Background: an optimization exercise with open tools, aiming at small area, a short achievable clock period and few clock cycles. Do not read the settings as production practice.
Function was checked by simulation only, so behaviour that the tests miss may differ from the original.
No activity file was given, so power comes from the tool's default toggle rates.

// turf_dec
module turf_dec (
    input  wire       clk,
    input  wire       rst,         
    input  wire       start,       
    input  wire [6:0] width_m1,    
    input  wire       in_valid,
    input  wire [7:0] in_data,
    output wire       in_ready,
    output reg        out_valid,
    output reg  [7:0] out_data,
    output reg        out_last,    
    input  wire       out_ready,
    output wire       err
);
clock: 8.0 ns
lec_check: 0
abc_clock_period_in_ps: 2700
cap_margin: 20
core_margin: 2
core_utilization: 55
cts_buf_list: sky130_fd_sc_hd__clkbuf_16
cts_cluster_diameter: 100
cts_cluster_size: 30
place_density: 0.7
slew_margin: 20
standard.sh (not shown) runs the stock make flow with config.mk's settings and CLKGATE_MAP_FILE= SYNTH_SCRIPT=/design/flow/synth_recipe.tcl, a recipe that flattens the netlist after the stock synthesis.
==> flow/flow/run.sh <==
#!/bin/bash
# Standard layout, with timing repair aimed at a larger setup slack than
# config.mk's settings allow. Each tool's full output goes to its own log.
set -euo pipefail
bash standard.sh SETUP_SLACK_MARGIN=5.60 synth > make_synth.log 2>&1
bash standard.sh SETUP_SLACK_MARGIN=5.60 finish > make_finish.log 2>&1
Testbench counts at the start, summed over its fixed seeds: cycles 66,280.
Rerun with:
==> flow/flow/run.sh (replaced) <==
#!/bin/bash
# Standard layout, with timing repair aimed at a larger setup slack than
# config.mk's settings allow. Each tool's full output goes to its own log.
set -euo pipefail
bash standard.sh SETUP_SLACK_MARGIN=5.3 synth > make_synth.log 2>&1
bash standard.sh SETUP_SLACK_MARGIN=5.3 finish > make_finish.log 2>&1
--- a/flow/config.mk
+++ b/flow/config.mk
@@ -8 +8 @@
-export ABC_CLOCK_PERIOD_IN_PS = 2700
+export ABC_CLOCK_PERIOD_IN_PS = 2000
What happened: Combinational power falls by 14%. Count of clock-buffer cells in the layout rises by 1. Maximum frequency falls by 0.72%. Sequential cell count is unchanged. Die area is unchanged. Global-route usage barely changes. Synthesized area does not change. Via count falls by 2.3%. Setup slack loses 0.020 ns.
Rerun with:
--- a/flow/config.mk
+++ b/flow/config.mk
@@ -8 +8 @@
-export ABC_CLOCK_PERIOD_IN_PS = 2000
+export ABC_AREA = 1
Result: The new run produced a clean layout; final cell count is higher by 7.4%; clock skew goes down by 0.024 ns; die area shrinks by 0.32%; via count went up by 1.6%; maximum frequency grows by 0.92%; global-route usage went up by 0.36 points; clock-buffer cell count goes down by 2; total power drops by 1.6%; non-clock buffer count went up by 10; routed wire length grows by 1.4%; core utilization grows by 0.10 points.

* * *

== job 7058 ==
Another version of the RTL of turf_dec (not shown whole).
Size: ~2,200 cells after synthesis, roughly 1,200 flip-flops.
clock: 8.0 ns
lec_check: 0
abc_clock_period_in_ps: 3000
cap_margin: 20
core_margin: 2
core_utilization: 40
cts_buf_list: sky130_fd_sc_hd__clkbuf_16
cts_cluster_diameter: 60
cts_cluster_size: 30
place_density: 0.6
setup_slack_margin: 5
slew_margin: 20
run.sh (not shown) runs the stock make flow with config.mk's settings and CLKGATE_MAP_FILE= SYNTH_SCRIPT=/design/flow/synth_recipe.tcl, a recipe that flattens the netlist after the stock synthesis.
Stock flow here: none of the scripts above is used.
Testbench counts of job 7058, summed over its fixed seeds: cycles 66,280.
> inputs changed (job 7058 -> job 5825)
Settings: clearing CTS_CLUSTER_DIAMETER, which used to be 60; clearing CTS_CLUSTER_SIZE, which used to be 30; clearing CTS_BUF_LIST, which used to be sky130_fd_sc_hd__clkbuf_16.
==> results.txt <==
Across job 7058 and job 5825, none had a timing, DRC or antenna violation. Of job 5825 and job 7058, it is job 5825 that has the higher count of plain and timing-repair buffers. Global-route usage in job 5825 is 0.21 points higher than in job 7058. The run with more routed wire is job 5825, not job 7058. Job 5825 does worse than job 7058 on post-layout total power. Final cell area excluding filler cells: job 5825 vs job 7058 up about 1.7%.
Edits applied to the flow inputs when going from job 5825 to job 6596:
Settings: an added CTS_BUF_LIST of sky130_fd_sc_hd__clkbuf_16; an added CTS_CLUSTER_SIZE of 30; a change of PLACE_DENSITY from 0.6 to 0.8; a change of ABC_CLOCK_PERIOD_IN_PS from 3000 to 2700; a deleted SETUP_SLACK_MARGIN that had been 5; a change of CORE_UTILIZATION from 40 to 65; an added CTS_CLUSTER_DIAMETER of 100.
==> flow/flow/run.sh (new file) <==
#!/bin/bash
# Standard layout, with timing repair aimed at a larger setup slack than
# config.mk's settings allow. Each tool's full output goes to its own log.
set -euo pipefail
bash standard.sh SETUP_SLACK_MARGIN=5.4 synth > make_synth.log 2>&1
bash standard.sh SETUP_SLACK_MARGIN=5.4 finish > make_finish.log 2>&1
==> flow/standard.sh (new file) <==
#!/bin/bash
# synth_recipe.tcl (not shown) runs the flow's synth.tcl, then flattens the netlist and writes it again
# the make line also repeats each setting of config.mk as NAME=value (left out here)
make -C /OpenROAD-flow-scripts/flow DESIGN_CONFIG=/design/flow/config.mk WORK_HOME=/design/flow/orfs CLKGATE_MAP_FILE= SYNTH_SCRIPT=/design/flow/synth_recipe.tcl "${@:-finish}"
removed: flow/run.sh
## What came out
Job 6596 against job 5825: sequential share of layout area now sits higher, sequential logic power now sits at about the same level, total cell area at the placement stage decreased 1.6%, wire length of the first global-routing pass now larger.
Job 6596 vs job 5825 — routed wire length rose 8.5%.
Going from job 5825 to job 6596, the power was found to have gone down by 20%.
#### Input delta (job 6562 over job 6596)
Settings: a change of CTS_CLUSTER_SIZE from 30 to 35; a change of CTS_CLUSTER_DIAMETER from 100 to 60; a change of CORE_UTILIZATION from 65 to 40; a change of PLACE_DENSITY from 0.8 to 0.6.
Notes after the runs:
Going from job 6596 to job 6562, worst hold slack across all endpoints shrinks by 0.023 ns. Summary: sum of routed wire length over all layers, job 6562 better than job 6596. Die: job 6562 bigger than job 6596.
Changes in job 1709 relative to job 6562:
Settings: a change of CORE_UTILIZATION from 40 to 55; a change of CTS_CLUSTER_DIAMETER from 60 to 100; a change of PLACE_DENSITY from 0.6 to 0.7; a change of CTS_CLUSTER_SIZE from 35 to 30.
Findings:
Lower cell leakage power goes to job 1709 over job 6562.
For routed wire length, dividing the value from job 1709 by the value from job 6562 gives 0.940.
| buffer share of cell area | higher: job 1709 |
Job 1709 vs. job 6562: global-route usage grew by 3.9 points, power of the clock network lost 42%, multi-input combinational area share climbed 0.58 points.
Going from job 6562 to job 1709, number of sequential cells in the layout held steady; clock insertion delay at the later pin of the skew report decreased by 0.03 ns relative to the old numbers; ratio of cells with drive above 1 in the final layout went down 3.8 points.

-- port drivers added, routing unchanged --
The flow's constraints put no driver on any port. The routed layouts listed below were extracted and timed again, unchanged, in two steps.
Step 1: set_driving_cell puts a clkbuf_16 on clk and a buf_2 on each other input, an assumption about the parent block.
Step 2 adds t to the input delays and takes it off the output delays; t is the mean of the earliest and latest rising clock arrival at the registers after step 1. Input paths then give back, and output paths get back, about the clock's delay inside the block.
Three values: no drivers, after step 1, after step 2; two values: the first two.
run | t, ns | setup WS [ns] | hold WS [ns] | worst setup path at the end | clock arrival spread, ns
the first run of note 1 | 0.691 | 5.262 / 5.196 / 4.979 | 0.410 / 0.410 / 0.410 | input to register | 0.027 / 0.026
the second run of note 1 | 0.672 | 5.242 / 5.185 / 4.701 | 0.412 / 0.412 / 0.412 | input to register | 0.051 / 0.050
the third run of note 1 | 0.684 | 5.267 / 5.206 / 4.730 | 0.414 / 0.414 / 0.414 | input to register | 0.027 / 0.027
job 7058 | 0.718 | 5.059 / 5.026 / 4.379 | 0.399 / 0.399 / 0.399 | input to register | 0.054 / 0.054
job 5825 | 0.742 | 5.073 / 5.008 / 4.425 | 0.356 / 0.356 / 0.356 | input to register | 0.063 / 0.063
job 6596 | 0.681 | 5.226 / 5.166 / 4.880 | 0.401 / 0.401 / 0.401 | input to register | 0.044 / 0.043
job 6562 | 0.722 | 5.196 / 5.133 / 4.902 | 0.378 / 0.378 / 0.378 | input to register | 0.051 / 0.051
job 1709 | 0.674 | 5.228 / 5.171 / 4.919 | 0.393 / 0.393 / 0.393 | input to register | 0.049 / 0.049
After both steps setup and hold are still met in every run listed. The setup slack of job 7058, which loses most, moves by -0.033 ns with the drivers and by -0.680 ns with both steps.
